Source: an optimization exercise on an open RTL-to-GDS flow (aim: small area). Production flows keep margins and buffers that such runs may drop.
The RTL was checked by simulation tests, not by an equivalence proof against the original design.
Power figures rest on the tool's default switching activity, not on a simulated workload.

==> inputs of run H <==
Design cle_eval, start of the top module:
module cle_eval (
    input  wire               clk,
    input  wire               rst,
    input  wire               start,
    output wire               ready,
    output reg                done,
    input  wire signed [31:0] y,
    input  wire signed [31:0] sp,
    input  wire signed [31:0] f,
    input  wire signed [31:0] kp,
    input  wire signed [31:0] ki,
    input  wire signed [31:0] kd,
    input  wire signed [31:0] kff,
    input  wire        [19:0] shift,
    input  wire signed [31:0] umin,
    input  wire signed [31:0] umax,
    input  wire               first,
    input  wire               held,
    input  wire               blocked,
    input  wire               bump,
    input  wire signed [63:0] iacc,
    input  wire        [4:0]  shi_last,
    input  wire signed [31:0] yprev,
    input  wire signed [31:0] u_last,
    output reg  signed [31:0] e_o,
    output reg  signed [63:0] p_o,
    output reg  signed [63:0] i_o,
    output reg  signed [63:0] d_o,
    output reg  signed [63:0] ff_o,
    output reg  signed [63:0] raw_o,
    output wire signed [31:0] u_o,
    output reg  signed [63:0] iacc_o,
    output reg         [4:0]  shi_o,
    output wire               sat_o
);
Settings: LEC_CHECK=0, CAP_MARGIN=0, CORE_AREA=2.5 2.5 457.5 247.5, DIE_AREA=0 0 460 250, PLACE_DENSITY=0.5, SETUP_SLACK_MARGIN=0.2, SLEW_MARGIN=0; clock period 12.5 ns.
standard.sh (not shown) runs the stock make flow with config.mk's settings and CLKGATE_MAP_FILE= SYNTH_SCRIPT=/design/flow/synth_recipe.tcl, a recipe that flattens the netlist after the stock synthesis.
==> flow/flow/run.sh <==
#!/bin/bash
set -euo pipefail
W=$(pwd)
# ORFS's synth.tcl, with ABC's script replaced
sed 's#^source \$::env(SCRIPTS_DIR)/synth_preamble.tcl$#&\nset abc_args [list -script '"$W"'/flow/abc_area.script {*}$lib_args {*}$lib_dont_use_args -constr $::env(OBJECTS_DIR)/abc.constr]#' \
    "$FLOW_HOME/scripts/synth.tcl" > "$W/flow_synth_main.tcl"
grep -q 'flow/abc_area.script' "$W/flow_synth_main.tcl"
# The standard flow's synthesis script, sourcing the modified synth.tcl
sed 's#^source \$::env(SCRIPTS_DIR)/synth.tcl$#source '"$W"'/flow_synth_main.tcl#' "$W/synth_recipe.tcl" > "$W/flow_synth.tcl"
grep -q 'flow_synth_main.tcl' "$W/flow_synth.tcl"
bash "$W/standard.sh" "SYNTH_SCRIPT=$W/flow_synth.tcl" \
    "BUFFER_PORTS_ARGS=-buffer_cell sky130_fd_sc_hd__buf_1" finish > "$W/flow_make.log" 2>&1
==> flow/flow/abc_area.script <==
strash
dch
map -D 9000
buffer -c
topo
upsize -c -D 9000
dnsize -c -D 9000
stime -c
==> run P: changes against run H <==
--- a/flow/design.v
+++ b/flow/design.v
@@ -117,25 +117,25 @@
             nsright = 1'b1; nsamt = shi;
         end
     end
     wire [4:0] nmm1  = nmsh - 5'd1;
     wire [2:0] nq    = nmm1 / 5'd6;
     wire [2:0] nr    = nmm1 - nq * 3'd6;
     wire       nminj = n_mul & (nmsh != 5'd0) & (n_step == 3'd5 - nq);
-    reg  [4:0] samt, sm1;
+    reg  [4:0] samt;
     reg        sleft, sright, rcen;
     reg  [5:0] xinj;
     always @(posedge clk) begin
         samt   <= nsamt;
-        sm1    <= nsamt - 5'd1;
         sleft  <= nsleft;
         sright <= nsright;
         rcen   <= (n_op30 | n_op31) & nsright & (nsamt != 5'd0);
         xinj   <= nminj ? (6'd1 << nr) : 6'd0;
     end
+    wire [4:0]  sm1 = samt - 5'd1;
     wire [63:0] rc = rcen ? (64'd1 << sm1) : 64'd0;
     function [18:0] alu_ctl;
         input [5:0] c;
         input       b;
         input       bmp;
         input       ml;
         input       mf;
@@ -516,25 +516,32 @@
                 if (cyc == LAST) begin
                     busy <= 1'b0;
                     done <= 1'b1;
                 end
             end
         end
     end
-    wire we_p   = m_last & m_kp;
-    wire we_d   = m_last & m_kd;
-    wire we_dlo = we_d | op1;
-    wire we_f   = m_last & m_kf;
-    wire we_raw = (m_last & m_ki) | op38;
-    wire we_i   = op27 | op28 | op29 | op30 | op31;
-    wire we_io  = (op30 & ~r_held) | (op37 & ~r_held & ge & le & ~r_blocked);
-    wire we_t   = (mul & ~m_last) | op32 | op33 | op34;
-    wire we_sho = op37 & ~r_held;
+    wire n_ml = n_mul & (n_step == 3'd5);
+    reg we_p, we_d, we_dlo, we_f, we_raw, we_i, we_io30, we_t, we_e, op37q;
     always @(posedge clk) begin
-        e_o        <= ({32{accept}} & sp)       | ({32{op1}}    & r[63:32]) | ({32{~accept & ~op1}}    & e_o);
+        we_e    <= nbusy & (ncyc == 6'd1);
+        we_p    <= n_ml & n_kp;
+        we_d    <= n_ml & n_kd;
+        we_dlo  <= (n_ml & n_kd) | (nbusy & (ncyc == 6'd1));
+        we_f    <= n_ml & n_kf;
+        we_raw  <= (n_ml & n_ki) | (nbusy & (ncyc == 6'd38));
+        we_i    <= nbusy & (ncyc >= 6'd27) & (ncyc <= 6'd31);
+        we_io30 <= nbusy & (ncyc == 6'd30) & ~r_held;
+        we_t    <= (n_mul & ~n_ml) | (nbusy & (ncyc >= 6'd32) & (ncyc <= 6'd34));
+        op37q   <= nbusy & (ncyc == 6'd37);
+    end
+    wire we_io  = we_io30 | (op37q & ~r_held & ge & le & ~r_blocked);
+    wire we_sho = op37q & ~r_held;
+    always @(posedge clk) begin
+        e_o        <= ({32{accept}} & sp)       | ({32{we_e}}   & r[63:32]) | ({32{~accept & ~we_e}}   & e_o);
         p_o        <= ({64{accept}} & {kp, 16'd0, first, shift[19:15], shift[14:10], shift[4:0]})
                                                 | ({64{we_p}}   & r)        | ({64{~accept & ~we_p}}   & p_o);
         d_o[63:32] <= ({32{accept}} & kd)       | ({32{we_d}}   & r[63:32]) | ({32{~accept & ~we_d}}   & d_o[63:32]);
         d_o[31:0]  <= ({32{accept}} & yprev)    | ({32{we_dlo}} & r[31:0])  | ({32{~accept & ~we_dlo}} & d_o[31:0]);
         ff_o       <= ({64{accept}} & {kff, f}) | ({64{we_f}}   & r)        | ({64{~accept & ~we_f}}   & ff_o);
         raw_o      <= ({64{accept}} & {ki, y})  | ({64{we_raw}} & r)        | ({64{~accept & ~we_raw}} & raw_o);
         i_o        <= ({64{accept}} & {{32{u_last[31]}}, u_last})
==> flow/flow/run.sh (replaced) <==
#!/bin/bash
set -euo pipefail
W=$(pwd)
# ORFS's synth.tcl, with ABC's script replaced
sed 's#^source \$::env(SCRIPTS_DIR)/synth_preamble.tcl$#&\nset abc_args [list -script '"$W"'/flow/abc_area.script {*}$lib_args {*}$lib_dont_use_args -constr $::env(OBJECTS_DIR)/abc.constr]#' \
    "$FLOW_HOME/scripts/synth.tcl" > "$W/flow_synth_main.tcl"
grep -q 'flow/abc_area.script' "$W/flow_synth_main.tcl"
# The standard flow's synthesis script, sourcing the modified synth.tcl
sed 's#^source \$::env(SCRIPTS_DIR)/synth.tcl$#source '"$W"'/flow_synth_main.tcl#' "$W/synth_recipe.tcl" > "$W/flow_synth.tcl"
grep -q 'flow_synth_main.tcl' "$W/flow_synth.tcl"
bash "$W/standard.sh" "SYNTH_SCRIPT=$W/flow_synth.tcl" \
    "BUFFER_PORTS_ARGS=-buffer_cell sky130_fd_sc_hd__buf_1" \
    "CTS_ARGS=-sink_clustering_enable -repair_clock_nets -dont_use_dummy_load" finish > "$W/flow_make.log" 2>&1
CAP_MARGIN = 20   (was 0)
GPL_ROUTABILITY_DRIVEN = 0   (was default)
PLACE_DENSITY = 0.55   (was 0.5)
SETUP_SLACK_MARGIN = 0.3   (was 0.2)
SLEW_MARGIN = 20   (was 0)
==> run M: changes against run H <==
--- a/flow/design.v
+++ b/flow/design.v
@@ -117,25 +117,25 @@
             nsright = 1'b1; nsamt = shi;
         end
     end
     wire [4:0] nmm1  = nmsh - 5'd1;
     wire [2:0] nq    = nmm1 / 5'd6;
     wire [2:0] nr    = nmm1 - nq * 3'd6;
     wire       nminj = n_mul & (nmsh != 5'd0) & (n_step == 3'd5 - nq);
-    reg  [4:0] samt, sm1;
+    reg  [4:0] samt;
     reg        sleft, sright, rcen;
     reg  [5:0] xinj;
     always @(posedge clk) begin
         samt   <= nsamt;
-        sm1    <= nsamt - 5'd1;
         sleft  <= nsleft;
         sright <= nsright;
         rcen   <= (n_op30 | n_op31) & nsright & (nsamt != 5'd0);
         xinj   <= nminj ? (6'd1 << nr) : 6'd0;
     end
+    wire [4:0]  sm1 = samt - 5'd1;
     wire [63:0] rc = rcen ? (64'd1 << sm1) : 64'd0;
     function [18:0] alu_ctl;
         input [5:0] c;
         input       b;
         input       bmp;
         input       ml;
         input       mf;
@@ -516,25 +516,32 @@
                 if (cyc == LAST) begin
                     busy <= 1'b0;
                     done <= 1'b1;
                 end
             end
         end
     end
-    wire we_p   = m_last & m_kp;
-    wire we_d   = m_last & m_kd;
-    wire we_dlo = we_d | op1;
-    wire we_f   = m_last & m_kf;
-    wire we_raw = (m_last & m_ki) | op38;
-    wire we_i   = op27 | op28 | op29 | op30 | op31;
-    wire we_io  = (op30 & ~r_held) | (op37 & ~r_held & ge & le & ~r_blocked);
-    wire we_t   = (mul & ~m_last) | op32 | op33 | op34;
-    wire we_sho = op37 & ~r_held;
+    wire n_ml = n_mul & (n_step == 3'd5);
+    reg we_p, we_d, we_dlo, we_f, we_raw, we_i, we_io30, we_t, we_e, op37q;
     always @(posedge clk) begin
-        e_o        <= ({32{accept}} & sp)       | ({32{op1}}    & r[63:32]) | ({32{~accept & ~op1}}    & e_o);
+        we_e    <= nbusy & (ncyc == 6'd1);
+        we_p    <= n_ml & n_kp;
+        we_d    <= n_ml & n_kd;
+        we_dlo  <= (n_ml & n_kd) | (nbusy & (ncyc == 6'd1));
+        we_f    <= n_ml & n_kf;
+        we_raw  <= (n_ml & n_ki) | (nbusy & (ncyc == 6'd38));
+        we_i    <= nbusy & (ncyc >= 6'd27) & (ncyc <= 6'd31);
+        we_io30 <= nbusy & (ncyc == 6'd30) & ~r_held;
+        we_t    <= (n_mul & ~n_ml) | (nbusy & (ncyc >= 6'd32) & (ncyc <= 6'd34));
+        op37q   <= nbusy & (ncyc == 6'd37);
+    end
+    wire we_io  = we_io30 | (op37q & ~r_held & ge & le & ~r_blocked);
+    wire we_sho = op37q & ~r_held;
+    always @(posedge clk) begin
+        e_o        <= ({32{accept}} & sp)       | ({32{we_e}}   & r[63:32]) | ({32{~accept & ~we_e}}   & e_o);
         p_o        <= ({64{accept}} & {kp, 16'd0, first, shift[19:15], shift[14:10], shift[4:0]})
                                                 | ({64{we_p}}   & r)        | ({64{~accept & ~we_p}}   & p_o);
         d_o[63:32] <= ({32{accept}} & kd)       | ({32{we_d}}   & r[63:32]) | ({32{~accept & ~we_d}}   & d_o[63:32]);
         d_o[31:0]  <= ({32{accept}} & yprev)    | ({32{we_dlo}} & r[31:0])  | ({32{~accept & ~we_dlo}} & d_o[31:0]);
         ff_o       <= ({64{accept}} & {kff, f}) | ({64{we_f}}   & r)        | ({64{~accept & ~we_f}}   & ff_o);
         raw_o      <= ({64{accept}} & {ki, y})  | ({64{we_raw}} & r)        | ({64{~accept & ~we_raw}} & raw_o);
         i_o        <= ({64{accept}} & {{32{u_last[31]}}, u_last})
==> flow/flow/run.sh (replaced) <==
#!/bin/bash
set -euo pipefail
W=$(pwd)
# ORFS's synth.tcl, with ABC's script replaced
sed 's#^source \$::env(SCRIPTS_DIR)/synth_preamble.tcl$#&\nset abc_args [list -script '"$W"'/flow/abc_area.script {*}$lib_args {*}$lib_dont_use_args -constr $::env(OBJECTS_DIR)/abc.constr]#' \
    "$FLOW_HOME/scripts/synth.tcl" > "$W/flow_synth_main.tcl"
grep -q 'flow/abc_area.script' "$W/flow_synth_main.tcl"
# The standard flow's synthesis script, sourcing the modified synth.tcl
sed 's#^source \$::env(SCRIPTS_DIR)/synth.tcl$#source '"$W"'/flow_synth_main.tcl#' "$W/synth_recipe.tcl" > "$W/flow_synth.tcl"
grep -q 'flow_synth_main.tcl' "$W/flow_synth.tcl"
bash "$W/standard.sh" "SYNTH_SCRIPT=$W/flow_synth.tcl" \
    "BUFFER_PORTS_ARGS=-buffer_cell sky130_fd_sc_hd__buf_1" \
    "CTS_ARGS=-sink_clustering_enable -repair_clock_nets -dont_use_dummy_load" finish > "$W/flow_make.log" 2>&1
CAP_MARGIN = 20   (was 0)
GPL_ROUTABILITY_DRIVEN = 0   (was default)
SETUP_SLACK_MARGIN = 0.3   (was 0.2)
SLEW_MARGIN = 20   (was 0)
==> summary of the runs <==
- Run M finished with timing, DRC and antenna clean. Run H completed with no timing, DRC or antenna violations. Run P finished clean.
- Clock-buffer cell count: run P is lower than run H (19).
- Synthesized area is the same in run M and run P.
- The highest worst setup slack belongs to run M, the lowest to run P.
- Power: run M is larger than run P (0.75%).
- Against run P, the cell count of run H is higher by about 4.4%.
- Between run H and run P, the lower critical path depth is in run P (gap 3).
- Of run H and run P, run P has the higher sequential power (gap about 4%, measured against run P).
- In run P the sequential share of layout area is higher than in run H, by 1.9 points.
- Of run P and run H, run P has the higher clock skew (gap 0.022 ns).
==> figures <==
item                                                            run P             run M            run H
Cells on worst reg2reg path                                        53                56               56
Antenna violations before repair                                   33                44               37
Gate count of the mapped netlist                                 5537              5537             5611
Global Route met2 Usage                                         0.588             0.599            0.650
Non-filler cells, final                                          7809              7815             8149
Total stage count of the critical path                             53                56               56
P per Cell Area                                            284 mW/mm2        285 mW/mm2       298 mW/mm2
Met3 global-route usage                                         0.300             0.256            0.196
Largest stage delay on the critical path                      0.93 ns           1.04 ns          0.56 ns
Worst Hold Endpoint                                   we_io30$_DFF_P_  shi_o[4]$_DFF_P_  p_o[27]$_DFF_P_
DR WL met2                                                  102000 um         105000 um        112000 um
Status                                                 finished clean    finished clean   finished clean
Non-Clock Buffer Area Fraction                                 0.0998             0.103            0.138
Sequential fraction of design power                             0.225             0.221            0.194
Worst slack after detailed placement                         0.556 ns           1.02 ns         0.984 ns
Seq_cells                                                         620               620              617
Overall track demand over capacity in global routing            0.460             0.471            0.495
Crit path buffers/inverters                                         9                13               15
Highest clock rate                                           83.4 MHz          85.9 MHz         85.8 MHz

==> re-timing with driven ports <==
Ports are ideal in the flow. The routed layouts listed here were re-timed in OpenROAD. Step 1: set_driving_cell puts a clkbuf_16 on clk and a buf_2 on each other input, an assumption about the parent block. Step 2, shift: input delay + t, output delay - t, t = (earliest + latest rising clock arrival at the registers) / 2. This alone moves slack from input paths to output paths. Slacks: ideal / step 1 / step 2; pairs: ideal / step 1.
| run | t (ns) | setup WS [ns] | latest minus earliest clock arrival (ns) | worst register clock-pin slew, ns | worst data-port slew with drivers (ns) |
|---|---|---|---|---|---|
| run H | 0.793 | 0.844 / 0.844 / 0.844 | 0.051 / 0.051 | 0.09 / 0.09 | 0.18 |
| run P | 0.764 | 0.504 / 0.504 / 0.504 | 0.074 / 0.073 | 0.08 / 0.08 | 0.20 |
| run M | 0.760 | 0.854 / 0.854 / 0.854 | 0.067 / 0.067 | 0.08 / 0.08 | 0.18 |
After both steps every run listed still meets setup and hold.
